From an optimization exercise on the open Yosys and OpenROAD flow, aimed at small area and a short achievable clock period; shortcuts taken in it are not production practice.
No run shown here included a check of the RTL's function; only the layout flow was run.
Power and IR drop assume default switching activity.

$ cat flow/run.sh
#!/bin/bash
# Standard ORFS layout, with the combinational logic of the standard
# synthesis re-mapped by ABC for area (registers kept as synthesized), and
# small port buffers, timing repair aimed near the clock period the
# CAPPED outputs set, and a clock tree with larger sink clusters. Each tool's output goes to a log in this folder.
set -euo pipefail
W=$PWD
R=$W/orfs/results/$FLOW_PLATFORM/egress_arb/base
LIB=$FLOW_HOME/platforms/$FLOW_PLATFORM/lib/sky130_fd_sc_hd__tt_025C_1v80.lib
YOSYS=$FLOW_HOME/../tools/install/yosys/bin/yosys
[ -x "$YOSYS" ] || YOSYS=yosys

# 1. the standard synthesis, unchanged
bash standard.sh synth > $W/log_1_synth.txt 2>&1

# 2. re-map its combinational logic; registers stay as they are
python3 flow/mkmap.py $LIB $W/cells_map.v > $W/log_2_mkmap.txt 2>&1
cp $R/1_2_yosys.v $W/std_1_2_yosys.v
DU=""
for c in sky130_fd_sc_hd__probe_p_8 sky130_fd_sc_hd__probec_p_8 sky130_fd_sc_hd__lpflow_*; do
  DU="$DU -dont_use $c"
done
$YOSYS -p "read_liberty -lib $LIB; read_verilog $W/std_1_2_yosys.v; hierarchy -top $FLOW_TOP; \
  techmap -map $W/cells_map.v; techmap; opt -purge; \
  abc -liberty $LIB $DU -script $W/flow/area.abc; opt_clean -purge; \
  hilomap -singleton -hicell sky130_fd_sc_hd__conb_1 HI -locell sky130_fd_sc_hd__conb_1 LO; \
  insbuf -buf sky130_fd_sc_hd__buf_4 A X; splitnets; opt_clean -purge; \
  write_verilog -noattr -noexpr -nohex -nodec $W/resyn_1_2_yosys.v; stat -liberty $LIB" \
  > $W/log_3_resyn.txt 2>&1
cp $W/resyn_1_2_yosys.v $R/1_2_yosys.v
rm -f $R/1_synth.odb $R/1_synth.sdc

# 3. the rest of the standard layout
bash standard.sh finish "BUFFER_PORTS_ARGS=-buffer_cell sky130_fd_sc_hd__buf_2" \
  SETUP_SLACK_MARGIN=31.0 \
  "CTS_ARGS=-sink_clustering_enable -repair_clock_nets -sink_clustering_size 26 -sink_clustering_max_diameter 100 -dont_use_dummy_load" \
  > $W/log_4_layout.txt 2>&1
$ cat flow/area.abc
strash
&get -n
&fraig -x
&put
scorr
dc2
strash
&get -n
&deepsyn -T 200
&put
strash
&get -n
&dch -f
&nf -R 1000
&put
$ cat flow/mkmap.py
# Writes a Yosys techmap file that turns each combinational cell of a
# Liberty library into the logic of its output functions.
# usage: python3 mkmap.py LIB.lib OUT.v
import re, sys
lib = open(sys.argv[1]).read()

def block(text, start):
    depth, i = 1, start
    while depth:
        c = text[i]
        if c == '{':
            depth += 1
        elif c == '}':
            depth -= 1
        i += 1
    return text[start:i]

out = []
for m in re.finditer(r'\n\s*cell\s*\(\s*"?(\w+)"?\s*\)\s*\{', lib):
    name, body = m.group(1), block(lib, m.end())
    if re.search(r'\b(ff|latch|statetable)\s*\(', body):
        continue
    pins = []
    for pm in re.finditer(r'\n\s*pin\s*\(\s*"?(\w+)"?\s*\)\s*\{', body):
        pb = block(body, pm.end())
        dm = re.search(r'direction\s*:\s*"?(\w+)"?', pb)
        fm = re.search(r'function\s*:\s*"([^"]*)"', pb)
        pins.append((pm.group(1), dm.group(1) if dm else None, fm.group(1) if fm else None))
    outs = [p for p in pins if p[1] == 'output']
    ins = [p for p in pins if p[1] == 'input']
    if not outs or any(p[2] is None for p in outs):
        continue
    ports = ["input %s" % p[0] for p in ins] + ["output %s" % p[0] for p in outs]
    lines = ["module \\%s (%s);" % (name, ", ".join(ports))]
    for p in outs:
        f = p[2].replace('!', '~').replace('+', '|').replace('*', '&')
        lines.append("  assign %s = %s;" % (p[0], f))
    lines.append("endmodule")
    out.append("\n".join(lines))
open(sys.argv[2], 'w').write("\n".join(out) + "\n")
print(len(out), "cells")
$ cat standard.sh
#!/bin/bash
# synth_recipe.tcl (not shown) runs the flow's synth.tcl, then flattens the netlist and writes it again
# the make line also repeats each setting of config.mk as NAME=value (left out here)
make -C /OpenROAD-flow-scripts/flow DESIGN_CONFIG=/design/flow/config.mk WORK_HOME=/design/flow/orfs CLKGATE_MAP_FILE= SYNTH_SCRIPT=/design/flow/synth_recipe.tcl "${@:-finish}"
$ cat config.mk
export PLATFORM = sky130hd
export DESIGN_NAME = egress_arb
export DESIGN_NICKNAME = egress_arb
export VERILOG_FILES = /design/flow/design.v
export SDC_FILE = /design/flow/constraint.sdc
export NUM_CORES = 4
export LEC_CHECK = 0
export CAP_MARGIN = 20
export CORE_MARGIN = 2
export CORE_UTILIZATION = 50
export SLEW_MARGIN = 20
$ cat constraint.sdc
create_clock -name core_clock -period 42.0 [get_ports {clk}]
set_input_delay 8.4000 -clock core_clock [delete_from_list [all_inputs] [get_ports {clk}]]
set_output_delay 8.4000 -clock core_clock [all_outputs]
set_load 0.01 [all_outputs]
$ cat design.v
module egress_arb (
    input  wire        clk,
    input  wire        rst,           
    input  wire [15:0] req,           
    input  wire [15:0] fits,          
    input  wire [79:0] flits,         
    input  wire        map_we,        
    input  wire [3:0]  map_idx,
    input  wire [3:0]  map_val,
    input  wire        commit,        
    input  wire [15:0] clr,           
    output wire        gnt,           
    output wire [3:0]  gnt_idx,       
    output reg  [3:0]  last_win,      
    output wire        busy,          
    output wire [15:0] in_backoff,
    output wire [15:0] capped,        
    output wire [63:0] act_map        
);
    localparam integer KB = 7;        
    reg  [3:0]  map_sh  [0:15];
    reg  [3:0]  map_act [0:15];
    reg  [13:0] lf      [0:15];       
    reg  [15:0] inbo;                 
    reg  [15:0] cf;                   
    reg  [12:0] age     [0:15];       
    reg         p1, p2, p3, p4, p5;   
    reg  [15:0] sel;                  
    reg  [3:0]  win;
    reg  [3:0]  win_in;
    reg  [4:0]  scnt;                 
    reg  [1:0]  ssub;
    reg         busy_r;
    reg         cmt_pend;
    wire [15:0] present = req & fits & ~inbo;
    genvar g;
    generate
        for (g = 0; g < 16; g = g + 1) begin : g_map
            assign act_map[4*g +: 4] = map_act[g];
        end
    endgenerate
    assign in_backoff = inbo;
    assign gnt     = p5;
    assign gnt_idx = win;
    assign busy    = busy_r;
    wire [15:0] parts;
    generate
        for (g = 0; g < 16; g = g + 1) begin : g_parts
            assign parts[g] = lf[g][0] & ~inbo[g];
        end
    endgenerate
    wire idle     = ~(p1 | p2 | p3 | p4 | p5);
    wire any_pres = |present;
    wire open_now = idle & ~busy_r & any_pres;
    reg [15:0] ca;
    reg [3:0]  a_in;
    reg        anyb;
    always @(*) begin
        ca = parts;
        for (ba = 3; ba >= 0; ba = ba - 1) begin
            anyb = 1'b0;
            for (ia = 0; ia < 16; ia = ia + 1)
                anyb = anyb | (ca[ia] & map_act[ia][ba]);
            a_in[ba] = anyb;
            for (ia = 0; ia < 16; ia = ia + 1)
                ca[ia] = ca[ia] & (map_act[ia][ba] | ~anyb);
        end
        for (ba = 12; ba >= KB; ba = ba - 1) begin
            anyb = 1'b0;
            for (ia = 0; ia < 16; ia = ia + 1)
                anyb = anyb | (ca[ia] & age[ia][ba]);
            for (ia = 0; ia < 16; ia = ia + 1)
                ca[ia] = ca[ia] & (age[ia][ba] | ~anyb);
        end
    end
    reg [15:0] cb;
    reg [15:0] wb;
    reg [3:0]  wi;
    reg        anyz, anyc, taken;
    reg [15:0] lowz;
    always @(*) begin
        cb = sel;
        for (ib = 0; ib < 16; ib = ib + 1)
            lowz[ib] = (age[ib][KB-1:0] == {KB{1'b0}});
        anyz = 1'b0;
        for (ib = 0; ib < 16; ib = ib + 1)
            anyz = anyz | (cb[ib] & lowz[ib]);
        for (ib = 0; ib < 16; ib = ib + 1)
            cb[ib] = cb[ib] & (lowz[ib] | ~anyz);
        for (bb = KB - 1; bb >= 0; bb = bb - 1) begin
            anyc = 1'b0;
            for (ib = 0; ib < 16; ib = ib + 1)
                anyc = anyc | (cb[ib] & age[ib][bb]);
            for (ib = 0; ib < 16; ib = ib + 1)
                cb[ib] = cb[ib] & (age[ib][bb] | ~anyc);
        end
        taken = 1'b0;
        wb = 16'd0;
        wi = 4'd0;
        for (ib = 0; ib < 16; ib = ib + 1) begin
            wb[ib] = cb[ib] & ~taken;
            if (cb[ib] & ~taken) wi = ib[3:0];
            taken = taken | cb[ib];
        end
    end
    reg [4:0] win_flits;
    integer iw, ia, ba, ib, bb;
    always @(*) begin
        win_flits = 5'd0;
        for (iw = 0; iw < 16; iw = iw + 1)
            win_flits = win_flits | (flits[5*iw +: 5] & {5{sel[iw]}});
    end
    wire scnt_gt2 = (scnt[4] | scnt[3] | scnt[2] | (scnt[1] & scnt[0]));
    wire cmt_any   = commit | cmt_pend;
    wire cmt_apply = cmt_any & idle & ~open_now;
    always @(posedge clk) begin
        if (rst) begin
            p1       <= 1'b0;
            p2       <= 1'b0;
            p3       <= 1'b0;
            p4       <= 1'b0;
            p5       <= 1'b0;
            scnt     <= 5'd0;
            ssub     <= 2'd0;
            busy_r   <= 1'b0;
            cmt_pend <= 1'b0;
            last_win <= 4'd0;
        end else begin
            p1 <= open_now;
            p2 <= p1;
            p3 <= p2 & any_pres;
            p4 <= p3;
            p5 <= p4;
            if (p5)
                last_win <= win_in;
            busy_r <= p4 | p5 | ssub[1] | scnt_gt2;
            if (p5) begin
                ssub <= 2'd2;
                scnt <= win_flits;
            end else if (ssub != 2'd0) begin
                ssub <= ssub - 2'd1;
            end else if (scnt_gt2) begin
                ssub <= 2'd2;
                scnt <= scnt - 5'd2;
            end
            cmt_pend <= cmt_any & ~cmt_apply;
        end
        if (p3) begin
            sel    <= ca;
            win_in <= a_in;
        end
        if (p4) begin
            sel <= wb;
            win <= wi;
        end
    end
    wire [3:0] val_d1 = map_val | {4{rst}};
    wire [3:0] val_d0 = map_val & {4{~rst}};
    reg [3:0]  sh_n, sh_d;
    reg [13:0] lf_n;
    reg [13:0] lf_lo;
    reg        kill, lose;
    integer i, b;
    always @(posedge clk) begin
        for (i = 0; i < 16; i = i + 1) begin
            for (b = 0; b < 4; b = b + 1)
                sh_d[b] = (((i < 8) ? 4'd12 : i - 8) >> b) & 1 ? val_d1[b] : val_d0[b];
            sh_n = (rst || (map_we && map_idx == i[3:0])) ? sh_d : map_sh[i];
            map_sh[i] <= sh_n;
            if (rst || cmt_apply)
                map_act[i] <= sh_n;
            if (rst || !req[i] || (p5 && sel[i]))
                age[i] <= 13'd0;
            else
                age[i] <= age[i] + {12'd0, ~age[i][12]};
            kill  = rst | clr[i] | (p5 & sel[i]);
            lose  = p5 & parts[i] & ~sel[i];
            lf_lo = {1'b0, lf[i][12:0]} + {13'd0, inbo[i]};
            lf_n  = {lf[i][13] | lf_lo[13], lf_lo[12:1], lf_lo[0] | (p2 & present[i])};
            if (kill) begin
                lf[i]   <= {13'd8, ((parts[i] & ~p5) | (p2 & present[i])) & ~rst};
                inbo[i] <= 1'b0;
                cf[i]   <= 1'b0;
            end else begin
                lf[i]   <= lf_n;
                inbo[i] <= lose | (inbo[i] & (lf[i][13] ? ~lf_lo[13] :
                                              |(lf[i][12:0] & lf_lo[12:0])));
                cf[i]   <= cf[i] | (lose & lf[i][13]);
            end
        end
    end
    reg [3:0]  cap_lo [0:15];
    reg [3:0]  cap_hi [0:15];
    reg [15:0] capped_r;
    integer ic, ac, bc;
    always @(*) begin
        for (ic = 0; ic < 16; ic = ic + 1)
            for (ac = 0; ac < 4; ac = ac + 1) begin
                cap_lo[ic][ac] = cf[ic] & (map_act[ic][1:0] == ac[1:0]);
                cap_hi[ic][ac] = (map_act[ic][3:2] == ac[1:0]);
            end
        for (bc = 0; bc < 4; bc = bc + 1)
            for (ac = 0; ac < 4; ac = ac + 1) begin
                capped_r[4*bc+ac] = 1'b0;
                for (ic = 0; ic < 16; ic = ic + 1)
                    capped_r[4*bc+ac] = capped_r[4*bc+ac] |
                                        (cap_lo[ic][ac] & cap_hi[ic][bc]);
            end
    end
    assign capped = capped_r;
endmodule
==> run notes, run 1 <==
power per standard cell area=34.0 nW/um^2; NumNets Final=4238; die extent in y=251 um; vias in the first global route=~32000; GRT overflow=0; antenna violations before repair=2; Core Footprint=60400 sq um; cts hold-fix bufs=0; Initial Util=0.505; WL/cell=just under 30 um; Max rail drop VDD=38.9 uV; gr usage total=0.441; CTS Sinks=634; Hold Fails Final Rpt=0; Die W=about 250 um; Row Count=90; root buffer cell=clkbuf_16; Setup TNS Final=0 ns; Area growth syn-to-layout=18.3%; status=timing/DRC/antenna clean; Slew headroom=0.286; crit share post-route=0.264; total power=roughly 1.2 mW; drt drc=0; I/O pins=between 200 and 250; CTS tree=built; DR vias=between 30000 and 40000; endpoint class of the critical path=primary output; DRT Wirelength=145 mm; Worst Skew=0.0626 ns; Setup Viol. Count Final=0; Slew @ Worst Pin=approximately 1.1 ns; CTS max path bufs=3; Fillers=5176; most frequent cells in the layout=539 x dfxtp_1, 456 x nor2_1, 331 x nor3_1; RSZ-0062 raised after global routing=true; worst hold margin=0.455 ns; syn avg cell area=approximately 8.4 sq um; Final GP Congestion=1.12; cts bufs inserted=34; Critical Path Start Type=flop; H-tree depth=2; crit path time final=11.09 ns; drt first pass iters=8; die area=62900 sq um; Ys Warns=7; WP data required=~34 ns; LEAKAGE=13.2 nW; most common cell after layout, fill and taps aside=dfxtp_1; Net Count, Synth=around 3800; worst min-delay path class=flop to flop; Slew Viols, Final=0; Cell Area, Synth=30500 sq um; max cap viols=0; worst-path fanout max=6; vias per cell=6.95; Worst-path clk slew=0.10 ns; Detailed Place HPWL=108 mm; layout cells sized above 1=0.159; Gate Count Post-Synth=3635; Port Buffer Count=between 200 and 250; DRT antenna net count=0; CP arrival=2.69 ns; largest net degree at the start of global routing=57; maximum clock frequency=between 0.09 and 0.1 GHz; critical path type=flop to primary output; first-pass GRT wire length=207 mm; drt initial violations=5153; worst skew pair latency=0.61 ns
==> power breakdown <==
group / switching, mW / internal (mW)
sequential: 0.0191 / 0.631
clock: 0.200 / 0.145
combinational: 0.152 / 0.0800
total: 0.371 / 0.857
==> stage by stage <==
| stage | utilization | setup WS (ns) | instance area [sq um] | std cells |
|---|---|---|---|---|
| after floorplan | - | 30.76 | 30500 | 3635 |
| after global placement | 0.544 | 28.42 | 32800 | 4671 |
| after detailed placement | 0.544 | 28.11 | 32800 | 4671 |
| after CTS | 0.579 | 31.02 | 34900 | 4815 |
| after global routing | 0.597 | 30.84 | 36100 | 4879 |
| final | 0.597 | 30.91 | 36100 | 4879 |
==> layout make-up <==
type	instances	area, sq um	share of cell area
flip-flops and latches	634	13600	0.377
clock buffers	34	851	0.0236
multi-input cells	2846	17300	0.479
well taps	782	978	0.0271
repair buffers	452	2860	0.0794
diodes	1	2.50	0.0000694
repair inverters	1	7.51	0.000208
inverters	129	500	0.0139
==> per-layer routing <==
| metal | vias up | track usage | wire [um] |
|---|---|---|---|
| met3 | 636 | 0.104 | 15800 |
| met2 | 2318 | 0.703 | 63600 |
| met5 | - | 0 | 11 |
| li1 | 14700 | - | - |
| met4 | 2 | 0.329 | 13500 |
| met1 | 16300 | 0.519 | 51700 |
==> what timing repair did <==
| item | in CTS | in global routing |
|---|---|---|
| pin swaps | 11 | 31 |
| endpoints found under the setup margin | 90 | 32 |
| cloned | 1 | 6 |
| resized for setup | 103 | 147 |
| buffers inserted | 109 | 57 |
==> worst max-delay path, cell delays in order, from the launching register on <==
cell      delay (ns)
edfxtp_1        0.64
or3b_1          0.38
o32ai_4         0.20
a211oi_1        0.47
nand3_1         0.19
buf_2           0.20
==> flip-flops by register name, summed over array words and instances, names as in the netlist <==
name and cells:
lf 224, age 208, map_act 64, map_sh 64
cf 16, inbo 16, sel 16, scnt 5
last_win 4, win 4, win_in 4, ssub 2
busy_r 1, cmt_pend 1, p1 1, p2 1
p3 1, p4 1, p5 1
==> path summary, 6_finish.rpt <==
| check | start | to | slack (ns) | cells past startpoint |
|---|---|---|---|---|
| hold reg to reg | win_in[2]$_DFFE_PP_ | last_win[2]$_SDFFE_PP0P_ | 0.46 | 1 |
| setup reg to reg | map_act[11][3]$_DFFE_PP_ | sel[7]$_DFFE_PP_ | 31.50 | 47 |
| hold / removal | win_in[2]$_DFFE_PP_ | last_win[2]$_SDFFE_PP0P_ | 0.46 | 1 |
| setup / recovery | map_act[10][1]$_DFFE_PP_ | capped[4] | 30.91 | 5 |
==> run 2, diff against run 1 <==
--- a/design.v
+++ b/design.v
@@ -26,4 +26,5 @@
     reg  [12:0] age     [0:15];       
     reg         p1, p2, p3, p4, p5;   
+    reg  [15:0] parts;                
     reg  [15:0] sel;                  
     reg  [3:0]  win;
@@ -44,10 +45,4 @@
     assign gnt_idx = win;
     assign busy    = busy_r;
-    wire [15:0] parts;
-    generate
-        for (g = 0; g < 16; g = g + 1) begin : g_parts
-            assign parts[g] = lf[g][0] & ~inbo[g];
-        end
-    endgenerate
     wire idle     = ~(p1 | p2 | p3 | p4 | p5);
     wire any_pres = |present;
@@ -146,4 +141,6 @@
             cmt_pend <= cmt_any & ~cmt_apply;
         end
+        if (p2)
+            parts <= present;
         if (p3) begin
             sel    <= ca;
@@ -172,12 +169,12 @@
             if (rst || !req[i] || (p5 && sel[i]))
                 age[i] <= 13'd0;
-            else
-                age[i] <= age[i] + {12'd0, ~age[i][12]};
+            else if (!age[i][12])
+                age[i] <= age[i] + 13'd1;
             kill  = rst | clr[i] | (p5 & sel[i]);
             lose  = p5 & parts[i] & ~sel[i];
-            lf_lo = {1'b0, lf[i][12:0]} + {13'd0, inbo[i]};
-            lf_n  = {lf[i][13] | lf_lo[13], lf_lo[12:1], lf_lo[0] | (p2 & present[i])};
+            lf_lo = {1'b0, lf[i][12:0]} + {13'd0, lose | inbo[i]};
+            lf_n  = {lf[i][13] | lf_lo[13], lf_lo[12:0]};
             if (kill) begin
-                lf[i]   <= {13'd8, ((parts[i] & ~p5) | (p2 & present[i])) & ~rst};
+                lf[i]   <= 14'd16;
                 inbo[i] <= 1'b0;
                 cf[i]   <= 1'b0;
@@ -190,21 +187,43 @@
         end
     end
-    reg [3:0]  cap_lo [0:15];
-    reg [3:0]  cap_hi [0:15];
+    function [15:0] capmap;
+        input [15:0] c;               
+        input [63:0] m;               
+        integer ic, ac, bc;
+        reg [3:0] lo [0:15];
+        reg [3:0] hi [0:15];
+        begin
+            for (ic = 0; ic < 16; ic = ic + 1)
+                for (ac = 0; ac < 4; ac = ac + 1) begin
+                    lo[ic][ac] = c[ic] & (m[4*ic +: 2] == ac[1:0]);
+                    hi[ic][ac] = (m[4*ic+2 +: 2] == ac[1:0]);
+                end
+            for (bc = 0; bc < 4; bc = bc + 1)
+                for (ac = 0; ac < 4; ac = ac + 1) begin
+                    capmap[4*bc+ac] = 1'b0;
+                    for (ic = 0; ic < 16; ic = ic + 1)
+                        capmap[4*bc+ac] = capmap[4*bc+ac] | (lo[ic][ac] & hi[ic][bc]);
+                end
+        end
+    endfunction
+    reg  [15:0] cf_n;
+    reg  [63:0] act_cur, sh_nxt;
+    integer iq;
+    always @(*) begin
+        for (iq = 0; iq < 16; iq = iq + 1) begin
+            cf_n[iq] = ~clr[iq] & ~(p5 & sel[iq]) &
+                       (cf[iq] | (p5 & parts[iq] & ~sel[iq] & lf[iq][13]));
+            act_cur[4*iq +: 4] = map_act[iq];
+            sh_nxt[4*iq +: 4]  = (map_we && map_idx == iq[3:0]) ? map_val : map_sh[iq];
+        end
+    end
+    wire [15:0] cap_act = capmap(cf_n, act_cur);
+    wire [15:0] cap_sh  = capmap(cf_n, sh_nxt);
     reg [15:0] capped_r;
-    integer ic, ac, bc;
-    always @(*) begin
-        for (ic = 0; ic < 16; ic = ic + 1)
-            for (ac = 0; ac < 4; ac = ac + 1) begin
-                cap_lo[ic][ac] = cf[ic] & (map_act[ic][1:0] == ac[1:0]);
-                cap_hi[ic][ac] = (map_act[ic][3:2] == ac[1:0]);
-            end
-        for (bc = 0; bc < 4; bc = bc + 1)
-            for (ac = 0; ac < 4; ac = ac + 1) begin
-                capped_r[4*bc+ac] = 1'b0;
-                for (ic = 0; ic < 16; ic = ic + 1)
-                    capped_r[4*bc+ac] = capped_r[4*bc+ac] |
-                                        (cap_lo[ic][ac] & cap_hi[ic][bc]);
-            end
+    always @(posedge clk) begin
+        if (rst)
+            capped_r <= 16'd0;
+        else
+            capped_r <= cmt_apply ? cap_sh : cap_act;
     end
     assign capped = capped_r;
--- a/flow/run.sh
+++ b/flow/run.sh
@@ -2,6 +2,5 @@
 # Standard ORFS layout, with the combinational logic of the standard
 # synthesis re-mapped by ABC for area (registers kept as synthesized), and
-# small port buffers, timing repair aimed near the clock period the
-# CAPPED outputs set, and a clock tree with larger sink clusters. Each tool's output goes to a log in this folder.
+# small port buffers. Each tool's output goes to a log in this folder.
 set -euo pipefail
 W=$PWD
@@ -33,5 +32,4 @@
 # 3. the rest of the standard layout
 bash standard.sh finish "BUFFER_PORTS_ARGS=-buffer_cell sky130_fd_sc_hd__buf_2" \
-  SETUP_SLACK_MARGIN=31.0 \
-  "CTS_ARGS=-sink_clustering_enable -repair_clock_nets -sink_clustering_size 26 -sink_clustering_max_diameter 100 -dont_use_dummy_load" \
+  SETUP_SLACK_MARGIN=32.2 \
   > $W/log_4_layout.txt 2>&1
==> flow/area.abc (replaced) <==
strash
&get -n
&fraig -x
&put
scorr
dc2
strash
&get -n
&dch -f
&nf -R 1000
&put
--- a/config.mk
+++ b/config.mk
@@ -8,4 +8,4 @@
 export CAP_MARGIN = 20
 export CORE_MARGIN = 2
-export CORE_UTILIZATION = 50
+export CORE_UTILIZATION = 40
 export SLEW_MARGIN = 20
==> run 2 against run 1 <==
  * Worst hold slack improved by 0.022 ns
  * Highest routed layer unchanged
  * Still clean on timing, DRC and antenna
  * Global-route usage fell by 1.5 points
  * Sequential power rose by 8.0%
  * Routed wire length rose by 43%
  * Sequential share of layout area fell by 8.1 points
  * Via count rose by 29%
  * Critical path depth rose by 4
  * Non-clock buffer count rose by 221
  * Clock-buffer cell count rose by 72
  * Final cell count rose by 34%
  * Fmax rose by 7.5%
==> run notes, run 2 <==
gr usage total=0.426 (-0.0150); Max rail drop VDD=39.8 uV (+2.2%); Regs by FF count=lf x224, age x208; RSZ-0062 raised after global routing=true; WHS Path Cells=1 (unchanged); crit share post-route=0.246 (-0.0185); Core Footprint=88600 sq um (+47%); DR vias=43700 (+29%); Worst-path clk slew=0.06 ns (-0.04 ns); status=timing/DRC/antenna clean; layout cells sized above 1=0.249 (+0.0900); antenna violations before repair=12 (+10); Critical Path Start Type=primary input; Setup Viol. Count Final=0 (unchanged); Setup TNS Final=0 ns (unchanged); Slew headroom=0.268 (-0.0175); worst hold margin=0.477 ns (+0.0220 ns); Worst Skew=0.0380 ns (-0.0246 ns); CTS max path bufs=3 (unchanged); Slew Viols, Final=0 (unchanged); Port Buffer Count=245 (unchanged); drt drc=0 (unchanged); CTS tree=built; LEAKAGE=17.7 nW (+34%); max cap viols=0 (unchanged); DRT Wirelength=207 mm (+43%); WP data required=42.55 ns (+8.95 ns); CTS Sinks=666 (+5.0%); first-pass GRT wire length=287 mm (+38%); drt initial violations=6250 (+21%); Die W=304 um (+21%); Row Count=109 (+21%); DRT antenna net count=0 (unchanged); cts hold-fix bufs=0 (unchanged); syn avg cell area=7.79 sq um (-7.1%); H-tree depth=3 (+1); Final GP Congestion=1.06 (-5.2%); Detailed Place HPWL=153 mm (+42%); Largest Register=lf; WL/cell=31.7 um (+6.8%); worst skew pair latency=0.69 ns (+0.08 ns); Hold Fails Final Rpt=0 (unchanged); GRT overflow=0 (unchanged); vias per cell=6.69 (-3.8%); Area growth syn-to-layout=35.5%; power per standard cell area=38.2 nW/um^2 (+12%); die extent in y=304 um (+21%); Ys Warns=9 (+2); FF-to-FF setup slack=32.28 ns (+0.78 ns); max FFs per register=224 (unchanged); Gate Count Post-Synth=4613 (+27%); NumNets Final=5451 (+29%); I/O pins=246 (unchanged); most frequent cells in the layout=676 x nor2_1, 545 x dfxtp_1, 338 x nor3_1; largest net degree at the start of global routing=64 (+12%); maximum clock frequency=0.0970 GHz (+7.5%); endpoint class of the critical path=flop; vias in the first global route=39700 (+25%); DP Area=39200 sq um (+20%); worst-path fanout max=14 (+8); Net Count, Synth=4753 (+26%); r2r endpoint=sel[5]$_DFFE_PP_; min-delay src=p1$_SDFF_PP0_; Slew @ Worst Pin=1.10 ns (+0.0274 ns); fin area=48700 sq um (+35%); worst-case reg-to-reg path depth=55 (+17%); Final Core Density=0.549 (-0.0484); Worst Hold End=p2$_SDFF_PP0_; Initial Util=0.405 (-0.0997); critical path type=primary input to flop; worst min-delay path class=flop to flop; drt first pass iters=9 (+1); CP arrival=10.86 ns (+8.17 ns); FF-to-FF Start=map_act[2][3]$_DFFE_PP_; Cell Area, Synth=35900 sq um (+18%); Critical Path Source=map_idx[1]; crit path time final=10.31 ns (-0.778 ns); root buffer cell=clkbuf_16; cts bufs inserted=76 (+120%); die area=92200 sq um (+47%); most common cell after layout, fill and taps aside=nor2_1
## run 2: cell count changes in the layout (fill, tap and decap cells not counted), sizes merged, moves of 68 or more
cell,change
buf,+218
clkbuf,+75
nand2,+181
nand3,+84
nor2,+288
o21ai,+68
## run 2: critical path: stages
cell and delay, ns:
buf_6 0.22, nor2b_4 0.36, nand2_8 0.17, mux2i_4 0.33, nand2b_4 0.28, o22ai_1 0.11
or4_4 0.48, a2111oi_4 0.41, nor3_1 0.08
## run 2: cell type report
type,count,area (sq um)
repair buffers,673,5510
inverters,128,502
diodes,4,10.0
clock inverters,33,529
flip-flops and latches,666,14400
clock buffers,106,2200
multi-input cells,3766,24100
well taps,1165,1460
fillers,8344,40000
## run 2: power by group
group | internal (mW) | total (mW) | switching [mW] | leakage (nW)
logic | 0.157 | 0.434 | 0.277 | 10.9
clock network | 0.433 | 0.726 | 0.293 | 1.33
registers | 0.676 | 0.702 | 0.0260 | 5.49
## run 2: through the flow
| stage | cells | setup WS, ns | power [mW] |
|---|---|---|---|
| 2_1_floorplan | 4613 | 31.60 | 0.854 |
| 3_3_place_gp | 6059 | 29.02 | 0.998 |
| 3_5_place_dp | 6059 | 29.22 | 0.995 |
| 4_1_cts | 6450 | 31.78 | 1.81 |
| 5_1_grt | 6539 | 31.70 | 1.90 |
| 6_report | 6541 | 31.69 | 1.86 |
## run 2: what timing repair did
item,CTS,global route
pin swaps,107,120
setup buffers,240,82
gates resized for setup,638,295
setup endpoints to repair,322,182
cloned,12,4
## run 2: how the worst max path moves through the flow
| stage | endpoint | slack (ns) | depth (start not counted) |
|---|---|---|---|
| floorplan | capped_r[11]$_SDFF_PP0_ | 31.60 | 10 |
| global placement | sel[13]$_DFFE_PP_ | 29.02 | 45 |
| detailed placement | sel[5]$_DFFE_PP_ | 29.22 | 49 |
| CTS | capped_r[0]$_SDFF_PP0_ | 31.78 | 11 |
| global route | capped_r[10]$_SDFF_PP0_ | 31.70 | 11 |
| finish | capped_r[10]$_SDFF_PP0_ | 31.69 | 9 |
## run 2: routing by layer
| metal | vias up | part of all wire | track usage |
|---|---|---|---|
| li1 | 18800 | - | - |
| met3 | 786 | 0.14 | 0.159 |
| met5 | - | 0.0011 | 0 |
| met1 | 20800 | 0.39 | 0.557 |
| met2 | 3271 | 0.40 | 0.597 |
| met4 | 16 | 0.069 | 0.250 |

-- port drivers added, routing unchanged --
No port has a modelled driver above. Below, the same layouts with a new extraction and two added sets of constraints.
Step 1 (the two cells are an assumption about what drives the block):
set clk [get_ports {clk}]
set_driving_cell -lib_cell sky130_fd_sc_hd__clkbuf_16 $clk
set_driving_cell -lib_cell sky130_fd_sc_hd__buf_2 [delete_from_list [all_inputs] $clk]
Step 2 times the ports against the registers' clock, not the clock port: input delays grow and output delays shrink by t, the midpoint of the rising clock arrivals with the driver on.
Slacks: ideal ports / drivers / drivers and shift; pairs: ideal ports / drivers.
| run | t, ns | setup WS [ns] | latest minus earliest clock arrival (ns) |
|---|---|---|---|
| run 1 | 0.649 | 30.908 / 30.837 / 30.728 | 0.063 / 0.063 |
| run 2 | 0.736 | 31.686 / 31.713 / 30.978 | 0.047 / 0.047 |
After both steps every run listed still meets setup and hold. The setup slack of run 2, which loses most, moves by +0.027 ns with the drivers and by -0.708 ns with both steps.
